Source: an optimization exercise on an open RTL-to-GDS flow (aim: small area, a short achievable clock period and few clock cycles per item). Production flows keep margins and buffers that such runs may drop. At most, simulation tests tie the RTL to the original design; equivalence was not proved. Only the layout flow was run in run 1; the RTL was not checked for function there.

## flow/design.v (module list and top-level ports; edited modules follow where they fit)
// module loop_pv: 1382 lines
// module bk_add: 41 lines
// module bk_add2: 44 lines
module loop_pv (
    input  wire         clk,
    input  wire         rst,
    input  wire [511:0] coef_c,
    input  wire [79:0]  coef_s,
    input  wire [1:0]   bq_en,
    input  wire [30:0]  ilim,
    input  wire [31:0]  fe_max,
    input  wire         start,
    input  wire         pos_en,
    input  wire [63:0]  p_set,      
    input  wire [63:0]  pos_fb,     
    input  wire [63:0]  v_set,      
    input  wire [63:0]  a_set,      
    input  wire [31:0]  v_fb,       
    output reg          ready,
    output reg          done,
    output reg  [31:0]  ep,
    output reg  [31:0]  vref,
    output reg  [31:0]  iqref,
    output reg          sat,
    output reg          sat_evt,
    output reg          fe
);
  // ...
==> flow/flow/run.sh <==
#!/bin/bash
# The standard layout (the standard.sh: standard synthesis, then ORFS to
# the final layout), with one change: the port buffers that global placement
# inserts on every input and output are sky130_fd_sc_hd__buf_1 instead of the
# default choice. The make output goes to standard.log; ORFS writes each
# step's log under orfs/logs/.
set -euo pipefail
bash standard.sh "BUFFER_PORTS_ARGS=-buffer_cell sky130_fd_sc_hd__buf_1" finish > standard.log 2>&1
==> flow/standard.sh <==
#!/bin/bash
# synth_recipe.tcl (not shown) runs the flow's synth.tcl, then flattens the netlist and writes it again
# the make line also repeats each setting of config.mk as NAME=value (left out here)
make -C /OpenROAD-flow-scripts/flow DESIGN_CONFIG=/design/flow/config.mk WORK_HOME=/design/flow/orfs CLKGATE_MAP_FILE= SYNTH_SCRIPT=/design/flow/synth_recipe.tcl "${@:-finish}"
==> flow/config.mk <==
export PLATFORM = sky130hd
export DESIGN_NAME = loop_pv
export DESIGN_NICKNAME = loop_pv
export VERILOG_FILES = /design/flow/design.v
export SDC_FILE = /design/flow/constraint.sdc
export NUM_CORES = 4
export LEC_CHECK = 0
export ABC_AREA = 1
export CAP_MARGIN = 20
export CORE_MARGIN = 2
export CORE_UTILIZATION = 40
export SLEW_MARGIN = 20
==> flow/constraint.sdc <==
create_clock -name core_clock -period 50.0 [get_ports {clk}]
set_input_delay 10.0000 -clock core_clock [delete_from_list [all_inputs] [get_ports {clk}]]
set_output_delay 10.0000 -clock core_clock [all_outputs]
set_load 0.01 [all_outputs]
==> impl_metrics.csv, run 1 <==
group,metric,value,unit
clock_tree,cts.clk_slew.worst_paths,0.07,ns
clock_tree,post_cts_buffers,0,
worst_setup_path,cp.depth,51,
synth,synth_fa_ha_area_frac,0.216,
route,topRoutingLayerUsed,"met5",
synth,synthCells,10400,
clock_tree,clock_path_buffers,3,
route,drtIter0Drc,9132,
timing,slew_headroom,0.155,
placed_design,gp_congestion,1.04,
synth,synthArstFlopShare,0,
route,wl_met3,41.8,mm
timing,tightestPinTransition,1.27,ns
final_layout,area_growth_syn_to_layout,12.9,%
route,wl_per_cell,29.3,microns
final_layout,layout_commonest_cell,"nand2_1",
timing,holdWs,0.330,ns
final_layout,utilization,0.453,
final_layout,biggestCellCategory,"multi-input combinational cells",
final_layout,drive_gt1_frac,0.0485,
floorplanning,start_util,0.401,
min_path,hold_path.startpoint,"ms[4]",
timing,final-max-slew-violation-count,0,
status,outcome,"complete, no violations",
worst_setup_path,path_class,"reg -> reg",
synth,synth_commonest_cells,"nand2_1, inv_1, xor2_1",
synth,synth-compound-area-share,0.129,
synth,ys_types,65,
final_layout,nets,13100,
route,dr_wl_met2,184,mm
synth,postSynthAreaPerCell,8.59,sq um
global_route,grt_pass1_wl,578,mm
final_layout,stdcell_area,0.100,sq mm
final_layout,multi_input_area,0.0530,sq mm
worst_setup_path,cp-endpoint,"prod[61]",
final_layout,seq_cells,1089,
==> run 2: changes to the inputs <==
--- a/flow/design.v
+++ b/flow/design.v
@@ -45,18 +45,22 @@
     reg  [4:0]  bs;           
     reg  [2:0]  fs;           
     reg         opb;          
     reg         cv;           
     reg         pe;           
     reg  [1:0]  bqe;          
     reg         z_aff;        
     reg         z_aw;         
-    reg  [63:0] pr;           
-    reg  [63:0] fr;           
+    reg         ro0, ro1;     
+    reg         qe0, qe1;     
+    reg  [39:0] pr;           
+    reg  [39:0] fr;           
+    reg         pb;           
+    reg         pd;           
     reg  [31:0] vsv;          
     reg  [32:0] acv;          
     reg  [31:0] vfb;
     reg  signed [31:0] acs_h;     
     reg  signed [31:0] ep_c;  
     reg         i_ok, vc_ok, q0_ok, q1_ok;
     reg  signed [64:0] i_int;     
     reg  signed [31:0] vcorr;
@@ -67,43 +71,44 @@
     reg  signed [31:0] u;         
     reg  [30:0] ilim_r;
     reg  [31:0] nilim;            
     reg  signed [31:0] mc;
     reg         [4:0]  ms;
     reg  signed [64:0] prod;
     reg         [4:0]  ms2;
     wire take = start && ready;
-    wire [63:0] dpos;
-    bk_add #(64) a_dpos (.a(pr), .b(~fr), .ci(1'b1), .s(dpos), .co());
+    wire [23:0] dlo;                                      
+    wire        dlo_c;
+    bk_add #(24) a_dlo24 (.a(p_set[23:0]), .b(~pos_fb[23:0]), .ci(1'b1), .s(dlo), .co(dlo_c));
+    wire [39:0] dhi;                                      
+    bk_add #(40) a_dpos (.a(pr), .b(~fr), .ci(!pb), .s(dhi), .co());
     wire [40:0] ep_w;
-    bk_add #(41) a_epw (.a({dpos[63], dpos[63:24]}), .b(41'd0), .ci(dpos[23]), .s(ep_w), .co());
+    bk_add #(41) a_epw (.a({dhi[39], dhi}), .b(41'd0), .ci(pd), .s(ep_w), .co());
     wire signed [31:0] ep_cv = (ep_w[40:31] == {10{ep_w[40]}}) ? ep_w[31:0] :
                                (ep_w[40] ? MIN32 : MAX32);
     wire [32:0] ep_abs;
     bk_add #(33) a_epabs (.a({33{ep_c[31]}} ^ {ep_c[31], ep_c}), .b(33'd0), .ci(ep_c[31]),
                           .s(ep_abs), .co());
     wire [32:0] fe_d;
     bk_add #(33) a_fe (.a({1'b0, fe_max}), .b(~ep_abs), .ci(1'b1), .s(fe_d), .co());
     wire fe_n = (fe_max != 32'd0) && fe_d[32];       
     wire [28:0] vs_w;
     bk_add #(29) a_vs (.a({vsv[28], vsv[28:1]}), .b(29'd0), .ci(vsv[0]), .s(vs_w), .co());
     wire [31:0] vs_cv = {{3{vs_w[28]}}, vs_w};
     wire [32:0] acs_w;
     bk_add #(33) a_acs (.a({acv[32], acv[32:1]}), .b(33'd0), .ci(acv[0]), .s(acs_w), .co());
     wire [31:0] acs_cv = (acs_w[32] == acs_w[31]) ? acs_w[31:0] :
                          (acs_w[32] ? MIN32 : MAX32);
-    wire [32:0] ev_w;
-    bk_add #(33) a_ev (.a({vr[31], vr}), .b(~{vfb[31], vfb}), .ci(1'b1), .s(ev_w), .co());
+    wire [32:0] ev_w = {vr[31], vr} - {vfb[31], vfb};
     wire [31:0] nilim_n;
     bk_add #(32) a_nil (.a(~{1'b0, ilim_r}), .b(32'd0), .ci(1'b1), .s(nilim_n), .co());
-    wire [32:0] d_hi, d_lo, e_lo;
-    bk_add #(33) a_dhi (.a({2'b00, ilim_r}), .b(~{u[31], u}), .ci(1'b1), .s(d_hi), .co());    
-    bk_add #(33) a_dlo (.a({nilim[31], nilim}), .b(~{u[31], u}), .ci(1'b1), .s(d_lo), .co());  
-    bk_add #(33) a_elo (.a({u[31], u}), .b({2'b00, ilim_r}), .ci(1'b0), .s(e_lo), .co());      
+    wire [32:0] d_hi = {2'b00, ilim_r} - {u[31], u};      
+    wire [32:0] d_lo = {nilim[31], nilim} - {u[31], u};   
+    wire [32:0] e_lo = {u[31], u} + {2'b00, ilim_r};      
     wire        c_hi = d_hi[32];                          
     wire        c_lo = e_lo[32];                          
     wire [31:0] iq   = c_hi ? {1'b0, ilim_r} : c_lo ? nilim : u;
     wire signed [31:0] x1_0r = q0_ok ? x1_0 : 32'sd0;
     wire signed [31:0] x2_0r = q0_ok ? x2_0 : 32'sd0;
     wire signed [31:0] y1_0r = q0_ok ? y1_0 : 32'sd0;
     wire signed [31:0] y2_0r = q0_ok ? y2_0 : 32'sd0;
     wire signed [31:0] x1_1r = q1_ok ? x1_1 : 32'sd0;
@@ -1215,37 +1220,44 @@
     wire        [65:0] ys  = ya ^ yb ^ 66'h8000;
     wire        [65:0] yc  = {(ya[64:0] & yb[64:0]) |
                               ((ya[64:0] | yb[64:0]) & 65'h8000), 1'b0};
     wire        [65:0] y_f;
     bk_add #(66) a_y (.a(ys), .b(yc), .ci(cin), .s(y_f), .co());
     wire        [49:0] y_w  = y_f[65:16];
     wire signed [31:0] y_n  = (y_w[49:31] == {19{y_w[49]}}) ? y_w[31:0] :
                               (y_w[49] ? MIN32 : MAX32);
-    wire u_busy   = (t == T_AFF) || (t == 5'd10) || (t == 5'd15) ||     
-                    (t == T_KPV && z_aff);
+    wire q_last   = (t == 5'd10 && !ro0) || (t == 5'd6 && ro0) ||
+                    (t == 5'd15 && !ro1) || (t == 5'd11 && ro1);
+    wire [4:0] q0_first = ro0 ? 5'd7 : 5'd6;
+    wire [4:0] q1_first = ro1 ? 5'd12 : 5'd11;
+    wire [4:0] after_q0 = bqe[1] ? q1_first : T_AW;
+    wire [4:0] after_aff = bqe[0] ? q0_first : after_q0;
+    wire u_busy   = (t == T_AFF) || (t == T_KPV && z_aff) || q_last;   
     wire front_ok = (fs == F_POS) || (fs == F_VFF);
     reg  back_ok;
     always @* begin
         case (bs)
             T_KIV:               back_ok = (fs == F_W2);
             T_AW:                back_ok = !u_busy || z_aw;    
             5'd6, 5'd11:         back_ok = !u_busy;
             default:             back_ok = 1'b1;
         endcase
     end
     wire go_front = front_ok && (bs == T_AW || !back_ok);
     wire go_back  = !go_front && back_ok;
     reg  [4:0] bs_n;          
     always @* begin
         case (bs)
-            T_KPV:   bs_n = z_aff ? (bqe[0] ? 5'd6 : bqe[1] ? 5'd11 : T_AW) : T_AFF;
-            T_AFF:   bs_n = bqe[0] ? 5'd6 : bqe[1] ? 5'd11 : T_AW;
-            5'd10:   bs_n = bqe[1] ? 5'd11 : T_AW;
-            5'd15:   bs_n = T_AW;
+            T_KPV:   bs_n = z_aff ? after_aff : T_AFF;
+            T_AFF:   bs_n = after_aff;
+            5'd6:    bs_n = ro0 ? after_q0 : 5'd7;
+            5'd10:   bs_n = ro0 ? 5'd6 : after_q0;
+            5'd11:   bs_n = ro1 ? T_AW : 5'd12;
+            5'd15:   bs_n = ro1 ? 5'd11 : T_AW;
             T_AW:    bs_n = T_KIV;
             default: bs_n = bs + 5'd1;
         endcase
     end
     wire [4:0] t_n = go_front ? ((fs == F_POS) ? T_POS : T_VFF) :
                      go_back  ? bs : T_NOP;
     reg  [3:0] ci_n;
     always @* begin
@@ -1256,25 +1268,31 @@
             T_KPV:   ci_n = 4'd2;
             T_AFF:   ci_n = 4'd5;
             T_AW:    ci_n = 4'd4;
             default: ci_n = t_n[3:0];
         endcase
     end
     wire opb_n   = take || (opb && t != T_KPV);
     wire ready_n = !opb_n || (t_n == T_KPV);
-    wire q_end = (t2 == 5'd10) || (t2 == 5'd15);     
+    function sh_le3(input [4:0] sh);
+        sh_le3 = sh[4] && (sh[3:0] <= 4'd13);
+    endfunction
     always @(posedge clk) begin
         mc     <= coef_c[32*ci_n +: 32];
         ms     <= coef_s[5*ci_n +: 5];
         ilim_r <= ilim;
         nilim  <= nilim_n;
         bqe    <= bq_en;
         z_aff  <= (coef_c[5*32 +: 32] == 32'd0);
         z_aw   <= (coef_c[4*32 +: 32] == 32'd0);
+        ro0    <= sh_le3(coef_s[ 6*5 +: 5]) && sh_le3(coef_s[ 7*5 +: 5]) && sh_le3(coef_s[ 8*5 +: 5]) &&
+                  sh_le3(coef_s[ 9*5 +: 5]) && sh_le3(coef_s[10*5 +: 5]);
+        ro1    <= sh_le3(coef_s[11*5 +: 5]) && sh_le3(coef_s[12*5 +: 5]) && sh_le3(coef_s[13*5 +: 5]) &&
+                  sh_le3(coef_s[14*5 +: 5]) && sh_le3(coef_s[15*5 +: 5]);
         prod   <= prod_n;
         ms2    <= ms;
         t2     <= t;
         x_ep   <= (t_n == T_POS);
         x_vs   <= (t_n == T_VFF);
         x_ev   <= (t_n == T_KIV) || (t_n == T_KPV);
         x_acs  <= (t_n == T_AFF);
         x_aw   <= (t_n == T_AW);
@@ -1284,23 +1302,29 @@
         x_y10  <= (t_n == 5'd9);
         x_y20  <= (t_n == 5'd10);
         x_x11  <= (t_n == 5'd12);
         x_x21  <= (t_n == 5'd13);
         x_y11  <= (t_n == 5'd14);
         x_y21  <= (t_n == 5'd15);
         b_vc   <= (t == T_VFF);
         b_ii   <= (t == T_KIV) || (t == T_KPV) || (t == T_AW);
-        b_acc  <= (t == T_AFF) || (t == 5'd7) || (t == 5'd8) || (t == 5'd9) || (t == 5'd10) ||
-                  (t == 5'd12) || (t == 5'd13) || (t == 5'd14) || (t == 5'd15);
+        b_acc  <= (t == T_AFF) || (t == 5'd6 && ro0) || (t == 5'd7 && !ro0) ||
+                  (t == 5'd8) || (t == 5'd9) || (t == 5'd10) ||
+                  (t == 5'd11 && ro1) || (t == 5'd12 && !ro1) ||
+                  (t == 5'd13) || (t == 5'd14) || (t == 5'd15);
         neg    <= (t == 5'd9) || (t == 5'd10) || (t == 5'd14) || (t == 5'd15);
         w_acc  <= (t == T_KPV) || (t == T_AFF) || (t >= 5'd6 && t <= 5'd15);
-        w_uy   <= (t == T_AFF) || (t == T_KPV && z_aff) || (t == 5'd10) || (t == 5'd15);
-        pr <= p_set;
-        fr <= pos_fb;
+        w_uy   <= (t == T_AFF) || (t == T_KPV && z_aff) || q_last;
+        qe0    <= (t == 5'd10 && !ro0) || (t == 5'd6 && ro0);
+        qe1    <= (t == 5'd15 && !ro1) || (t == 5'd11 && ro1);
+        pr <= p_set[63:24];
+        fr <= pos_fb[63:24];
+        pb <= !dlo_c;
+        pd <= dlo[23];
         if (cv) begin
             ep_c <= ep_cv;
             vsv  <= vs_cv;
             acv  <= {1'b0, acs_cv};
         end else if (!opb || t == T_KPV) begin
             vsv <= {3'd0, v_set[63:35]};
             acv <= a_set[63:31];
         end
@@ -1332,20 +1356,20 @@
                 iqref   <= iq;
                 sat     <= c_hi || c_lo;
                 sat_evt <= (c_hi || c_lo) && !sat;
             end
             default: ;
         endcase
         if (w_acc) acc <= sum;
         if (w_uy)  u   <= y_n;
-        if (t2 == 5'd10) begin
+        if (qe0) begin
             x2_0 <= x1_0r;  x1_0 <= u;  y2_0 <= y1_0r;  y1_0 <= y_n;  q0_ok <= 1'b1;
         end
-        if (t2 == 5'd15) begin
+        if (qe1) begin
             x2_1 <= x1_1r;  x1_1 <= u;  y2_1 <= y1_1r;  y1_1 <= y_n;  q1_ok <= 1'b1;
         end
         if (rst) begin
             t       <= T_NOP;
             t2      <= T_NOP;
             bs      <= T_KIV;
             fs      <= F_NONE;
             opb     <= 1'b0;
@@ -1357,16 +1381,18 @@
             iqref   <= 32'd0;
             sat     <= 1'b0;
             sat_evt <= 1'b0;
             fe      <= 1'b0;
             i_ok    <= 1'b0;
             vc_ok   <= 1'b0;
             q0_ok   <= 1'b0;
             q1_ok   <= 1'b0;
+            qe0     <= 1'b0;
+            qe1     <= 1'b0;
         end else begin
             t     <= t_n;
             if (go_back) bs <= bs_n;
             opb   <= opb_n;
             cv    <= take;
             ready <= ready_n;
             done  <= (t2 == T_AW);
             if (take)
--- a/flow/config.mk
+++ b/flow/config.mk
@@ -4,9 +4,10 @@
 export VERILOG_FILES = /design/flow/design.v
 export SDC_FILE = /design/flow/constraint.sdc
 export NUM_CORES = 4
 export LEC_CHECK = 0
 export ABC_AREA = 1
 export CAP_MARGIN = 20
 export CORE_MARGIN = 2
 export CORE_UTILIZATION = 40
+export CTS_BUF_LIST = sky130_fd_sc_hd__clkbuf_8
 export SLEW_MARGIN = 20
==> run 2 against run 1 <==
Critical endpoint is now iqref[30]. Via count rose by 2.7%. Count of clock-buffer cells in the layout rose by 47. Final cell count rose by 4.0%. Register-to-register slack improved by 2.3 ns. Largest cell class unchanged. Clock skew fell by 0.018 ns.
==> impl_metrics.csv, run 2 <==
group,metric,value,unit
status,outcome,"complete, no violations",
final_layout,nets,13600,
timing,final-max-slew-violation-count,0,
route,postRouteAntennaNets,0,
worst_setup_path,critPathSlowestCell,"buf_1",
final_layout,fillers,22400,
timing,finalSetupTns,0,ns
final_layout,layout_commonest_cell,"nand2_1",
floorplanning,start_util,0.402,
synth,postSynthAreaPerCell,8.30,sq um
worst_setup_path,cp.depth,1,
final_layout,utilization,0.451,
synth,syn-cell-area,0.0893,sq mm
timing,setup_viol,0,
route,vias_per_cell,5.65,
timing,period_minus_slack,11.93,ns
synth,synthArstFlopShare,0,
placed_design,gp_congestion,1.03,
worst_setup_path,path_buf_inv,1,
synth,yosys_warnings,9,
worst_setup_path,cp_top_family,"buffers and inverters",
timing,tightestPinTransition,1.27,ns
clock_tree,ctsResizeCount,0,
worst_setup_path,worst_setup_path_end_kind,"primary output",
clock_tree,cts.clk_slew.worst_paths,0.07,ns
synth,synth-edff-count,641,
min_path,min-delay-path-class,"reg -> reg",
timing,holdWs,0.319,ns
synth,synth_commonest_cells,"nand2_1, inv_1, xor2_1",
worst_setup_path,r2r.worst_path.cells,43,
placed_design,place.detailed.hpwl,315,mm
floorplanning,dieArea,0.227,sq mm
clock_tree,cts-root-buf,"clkbuf_8",
synth,synthTopCellsByArea,"edfxtp_1, fa_1, dfxtp_1, nand2_1, ha_1",
worst_setup_path,required,40.00,ns
global_route,grt_pass1_vias,82000,
timing,rsz0062_at_grt,"false",
worst_setup_path,r2r-start,"vr[0]",
timing,fin_skew,0.117,ns
flow_run,maxCapViolCount,0,
worst_setup_path,r2r_end,"prod[62]",
clock_tree,clock_sinks,1047,
floorplanning,die_h,476,microns
worst_setup_path,crit_chain,"buf_1",
placed_design,dp_slack,37.54,ns
min_path,hold_path.startpoint,"ms[2]",
floorplanning,die-width,476,microns
global_route,antenna_found_initial,82,
timing,fmax,83.8,MHz
floorplanning,rows,173,
clock_tree,cts_buffers,189,
route,wirelength,407,mm
synth,synth_top_area_share,0.216,
synth,syn_nets,12800,
clock_tree,clk_latency,1.05,ns
min_path,min_to,"ms2[2]",
synth,ys_types,77,
timing,postLayoutSetupSlackWorst,38.07,ns
route,drtIter0Drc,8863,
worst_setup_path,max_stage_delay,0.55,ns
timing,slew_headroom,0.147,
synth,synthMostInstantiatedCell,"nand2_1",
worst_setup_path,start_kind,"flip-flop",
worst_setup_path,path_class,"reg -> out",
worst_setup_path,cp.arrival,1.93,ns
synth,ys_ff_latch,1047,
min_path,hold_depth,0,
placed_design,numPortBuffers,983,
clock_tree,post_cts_buffers,0,
synth,yosysTopAreaCell,"edfxtp_1",
clock_tree,clock_path_buffers,3,
timing,hold_viol_final,0,
global_route,grt_usage,0.348,
final_layout,area_growth_syn_to_layout,12.1,%
floorplanning,core,0.222,sq mm
global_route,grt_pass1_wl,575,mm
global_route,grt.overflow.total,0,
route,vias,83100,
worst_setup_path,crit_fanout,2,
clock_tree,cts_tree,"done",
timing,finalCritPeriodShare,0.239,
route,dr.pass1.iters,9,
global_route,grt_max_degree,225,
synth,synth_seq_area_share,0.307,
worst_setup_path,reg2reg_slack,38.30,ns
route,wl_per_cell,27.6,microns
clock_tree,cts.htree.levels,4,
final_layout,drive_gt1_frac,0.0543,
final_layout,final_cell_mix,"nand2_1, inv_1, buf_1, xor2_1, o21ai_0",
clock_tree,hold_buffers,0,
synth,synthFlopType,"edfxtp_1",
floorplanning,pin_count,1050,
final_layout,regArea,0.0274,sq mm
route,drc,0,
final_layout,multi_input_area,0.0532,sq mm
synth,synthCells,10800,
final_layout,reg_top3,"acc (65), i_int (65), prod (65)",
run 2: cell count changes after synthesis, moves of 119 or more:
| cell | before | now |
|---|---|---|
| nand2_1 | 1748 | 2050 |
| o22ai_1 | 546 | 325 |
| nand3_1 | 697 | 509 |
| a21oi_1 | 248 | 423 |
| o211ai_1 | 161 | 336 |
| o21ai_0 | 513 | 660 |
| nand3b_1 | 139 | 2 |
| inv_1 | 1532 | 1651 |
run 2: stage by stage:
stage,instance area (sq um),std cells
floorplan,89300,10800
global placement,96000,14300
detailed placement,96000,14300
CTS,99900,14700
global route,100000,14700
finish,100000,14700
run 2: layer usage:
metal	vias to the layer above	share of wire	track usage
met3	1012	0.096	0.0784
met1	40300	0.37	0.422
met4	24	0.081	0.242
met5	-	0.00064	0.00357
li1	37400	-	-
met2	4477	0.45	0.549
run 2: cell families (layout without fill, tap and decap cells):
kind of cell,count (synthesis),in the layout,synth area share
and+or+nand+nor,3227,3227,0.151
buffers and inverters,2290,3230,0.0989
AOI/OAI and AO/OA,2169,2169,0.148
adders and majority gates,1122,1122,0.205
DFF,1047,1047,0.307
xor gates and xnor gates,820,820,0.0804
muxes,89,89,0.0101
other,0,40,0
run 2: worst max-delay path by stage:
stage                     end      start  slack [ns]
floorplan                  pd  pos_fb[1]       38.19
global placement           pd  pos_fb[1]       37.53
detailed placement         pd  pos_fb[1]       37.54
CTS                 iqref[30]  iqref[30]       38.00
global route         prod[62]      vr[0]       37.92
finish              iqref[30]  iqref[30]       38.07
run 2: layout make-up:
class / instances / share of cell area
Antenna cell: 40 / 0.00100
Tap cell: 2975 / 0.0372
Sequential cell: 1047 / 0.274
Clock buffer: 206 / 0.0283
Multi-Input combinational cell: 7427 / 0.532
Clock inverter: 148 / 0.0114
Timing Repair Buffer: 1183 / 0.0527
Inverter: 1693 / 0.0636
Testbench counts of run 2, summed over its fixed seeds: cycles 80,436, items 8,000.
==> run 3: changes to the inputs <==
--- a/flow/config.mk
+++ b/flow/config.mk
@@ -10,4 +10,3 @@
 export CORE_MARGIN = 2
 export CORE_UTILIZATION = 40
-export CTS_BUF_LIST = sky130_fd_sc_hd__clkbuf_8
 export SLEW_MARGIN = 20
==> run 3 against run 2 <==
Sequential share of layout area shrank 0.052 points. Via count shrank 0.50%. Maximum frequency grew 1.4%. Worst hold slack gained 0.0081 ns. Sequential cell count is the same. Final cell count shrank 0.88%. Wire length shrank 0.34%. Register-to-register slack lost 0.07 ns. Synthesized area is the same. Largest cell class unchanged.
==> impl_metrics.csv, run 3 <==
group,metric,value,unit
status,outcome,"complete, no violations",
floorplanning,dieArea,0.227,sq mm
route,dr.pass1.iters,8,
global_route,grt_pass1_vias,81300,
timing,fmax,85.0,MHz
route,wl_per_cell,27.8,microns
clock_tree,cts.htree.levels,3,
flow_run,maxCapViolCount,0,
min_path,min-delay-path-class,"reg -> reg",
placed_design,numPortBuffers,983,
worst_setup_path,r2r_end,"prod[62]",
synth,synthMostInstantiatedCell,"nand2_1",
final_layout,area_growth_syn_to_layout,12.3,%
worst_setup_path,path_class,"reg -> reg",
route,drc,0,
timing,finalCritPeriodShare,0.235,
synth,synth_top_area_share,0.216,
synth,ys_ff_latch,1047,
floorplanning,die_h,476,microns
clock_tree,clock_sinks,1047,
synth,synthCells,10800,
timing,rsz0062_at_grt,"false",
timing,fin_skew,0.0991,ns
clock_tree,ctsResizeCount,0,
synth,yosys_warnings,9,
final_layout,final_cells,14600,
final_layout,reg_top3,"acc (65), i_int (65), prod (65)",
worst_setup_path,cp.arrival,12.43,ns
final_layout,final_cell_mix,"nand2_1, inv_1, buf_1, xor2_1, o21ai_0",
floorplanning,pin_count,1050,
clock_tree,clk_latency,0.83,ns
clock_tree,cts_tree,"done",
worst_setup_path,max_stage_delay,1.14,ns
floorplanning,core,0.222,sq mm
worst_setup_path,reg2reg_slack,38.23,ns
route,drtIter0Drc,9387,
global_route,antenna_found_initial,84,
synth,synthFlopType,"edfxtp_1",
final_layout,utilization,0.451,
clock_tree,cts-root-buf,"clkbuf_16",
floorplanning,start_util,0.402,
synth,synth_seq_area_share,0.307,
global_route,grt_max_degree,225,
final_layout,layout_commonest_cell,"nand2_1",
floorplanning,rows,173,
final_layout,nets,13500,
synth,syn_nets,12800,
timing,slew_headroom,0.0972,
synth,yosysTopAreaCell,"edfxtp_1",
synth,synth-edff-count,641,
worst_setup_path,r2r-start,"vr[0]",
placed_design,place.detailed.hpwl,315,mm
worst_setup_path,r2r.worst_path.cells,43,
timing,setup_viol,0,
worst_setup_path,required,50.66,ns
final_layout,drive_gt1_frac,0.0487,
synth,syn-cell-area,0.0893,sq mm
floorplanning,die-width,476,microns
min_path,hold_path.startpoint,"ms[2]",
worst_setup_path,start_kind,"flip-flop",
route,wirelength,406,mm
clock_tree,cts_buffers,116,
global_route,grt.overflow.total,0,
route,postRouteAntennaNets,0,
synth,synthArstFlopShare,0,
synth,synthTopCellsByArea,"edfxtp_1, fa_1, dfxtp_1, nand2_1, ha_1",
global_route,grt_usage,0.346,
placed_design,gp_congestion,1.03,
placed_design,place_inst,14300,
global_route,grt_pass1_wl,573,mm
timing,period_minus_slack,11.77,ns
clock_tree,hold_buffers,0,
worst_setup_path,worst_setup_path_end_kind,"flip-flop",
placed_design,dpl_cell_area,0.0960,sq mm
worst_setup_path,crit_fanout,30,
synth,ys_types,77,
route,vias,82700,
min_path,hold_depth,0,
clock_tree,post_cts_buffers,0,
min_path,min_to,"ms2[2]",
final_layout,stdcell_area,0.100,sq mm
timing,finalSetupTns,0,ns
synth,postSynthAreaPerCell,8.30,sq um
route,vias_per_cell,5.67,
clock_tree,clock_path_buffers,3,
timing,tightestPinTransition,1.35,ns
worst_setup_path,critPathSlowestCell,"a211oi_1",
clock_tree,cts.clk_slew.worst_paths,0.07,ns
timing,final-max-slew-violation-count,0,
timing,hold_viol_final,0,
synth,synth_commonest_cells,"nand2_1, inv_1, xor2_1",
-- run 3: cell counts after synthesis --
No cell type changed its count.
-- run 3: layout make-up --
cell class,count,area (sq um)
Inverter,1693,6360
Antenna cell,42,105
Multi-Input combinational cell,7427,53200
Timing Repair Buffer,1183,5270
Clock buffer,141,3140
Fill cell,22300,122000
Clock inverter,81,1020
Sequential cell,1047,27400
Tap cell,2975,3720
-- run 3: cells by family (layout without fill, tap and decap cells) --
kind of cell,after synthesis,in the layout,synth area share
buffers and inverters,2290,3098,0.0989
AND/OR/NAND/NOR,3227,3227,0.151
XOR/XNOR,820,820,0.0804
multiplexers,89,89,0.0101
adder cells (fa/ha/maj),1122,1122,0.205
flip-flops,1047,1047,0.307
AO/OA/AOI/OAI,2169,2169,0.148
other,0,42,0
-- run 3: worst max-delay path by stage --
stage                          from        end  slack (ns)
after floorplan           pos_fb[1]         pd       38.19
final                         vr[0]   prod[62]       38.23
after CTS                 iqref[30]  iqref[30]       38.28
after global placement    pos_fb[1]         pd       37.53
after detailed placement  pos_fb[1]         pd       37.54
after global routing          vr[0]   prod[62]       37.92
-- run 3: through the flow --
step | setup slack, ns | hold WS, ns
after global placement | 37.53 | 0.313
after detailed placement | 37.54 | 0.314
after global routing | 37.92 | 0.339
after floorplan | 38.19 | 0.310
final | 38.23 | 0.327
after CTS | 38.28 | 0.328
-- run 3: critical path, delay by kind of cell (launching register included) --
kind,cells,cell delay (ns)
AOI/OAI and AO/OA,7,2.48
adders and majority gates,10,4.32
DFF,1,0.41
and+or+nand+nor,16,2.55
buffers and inverters,8,1.39
xor gates and xnor gates,2,0.35
-- run 3: metal layers --
| metal | track usage | routed length, microns | vias up |
|---|---|---|---|
| met3 | 0.0714 | 39000 | 1008 |
| met2 | 0.548 | 181000 | 4482 |
| met1 | 0.423 | 152000 | 40000 |
| met4 | 0.237 | 33000 | 26 |
| li1 | - | - | 37200 |
| met5 | 0.00105 | 170 | - |

[re-timing with driven ports]
Ports are ideal in the flow. The routed layouts listed here were re-timed in OpenROAD. Step 1 assumes that a clkbuf_16 drives the clock port and a buf_2 every other input. Step 2 times the ports against the registers' clock, not the clock port: input delays grow and output delays shrink by t, the midpoint of the rising clock arrivals with the driver on. a / b / c = no drivers / after step 1 / after step 2; a / b = the first two.
| run | t (ns) | slack for setup (ns) | hold slack, ns |
|---|---|---|---|
| run 1 | 0.913 | 35.982 / 35.982 / 35.982 | 0.330 / 0.330 / 0.330 |
| run 2 | 1.085 | 38.069 / 37.972 / 37.472 | 0.319 / 0.319 / 0.319 |
| run 3 | 0.879 | 38.231 / 38.228 / 37.504 | 0.327 / 0.327 / 0.327 |
After both steps every run listed still meets setup and hold. The setup slack of run 3, which loses most, moves by -0.003 ns with the drivers and by -0.727 ns with both steps.
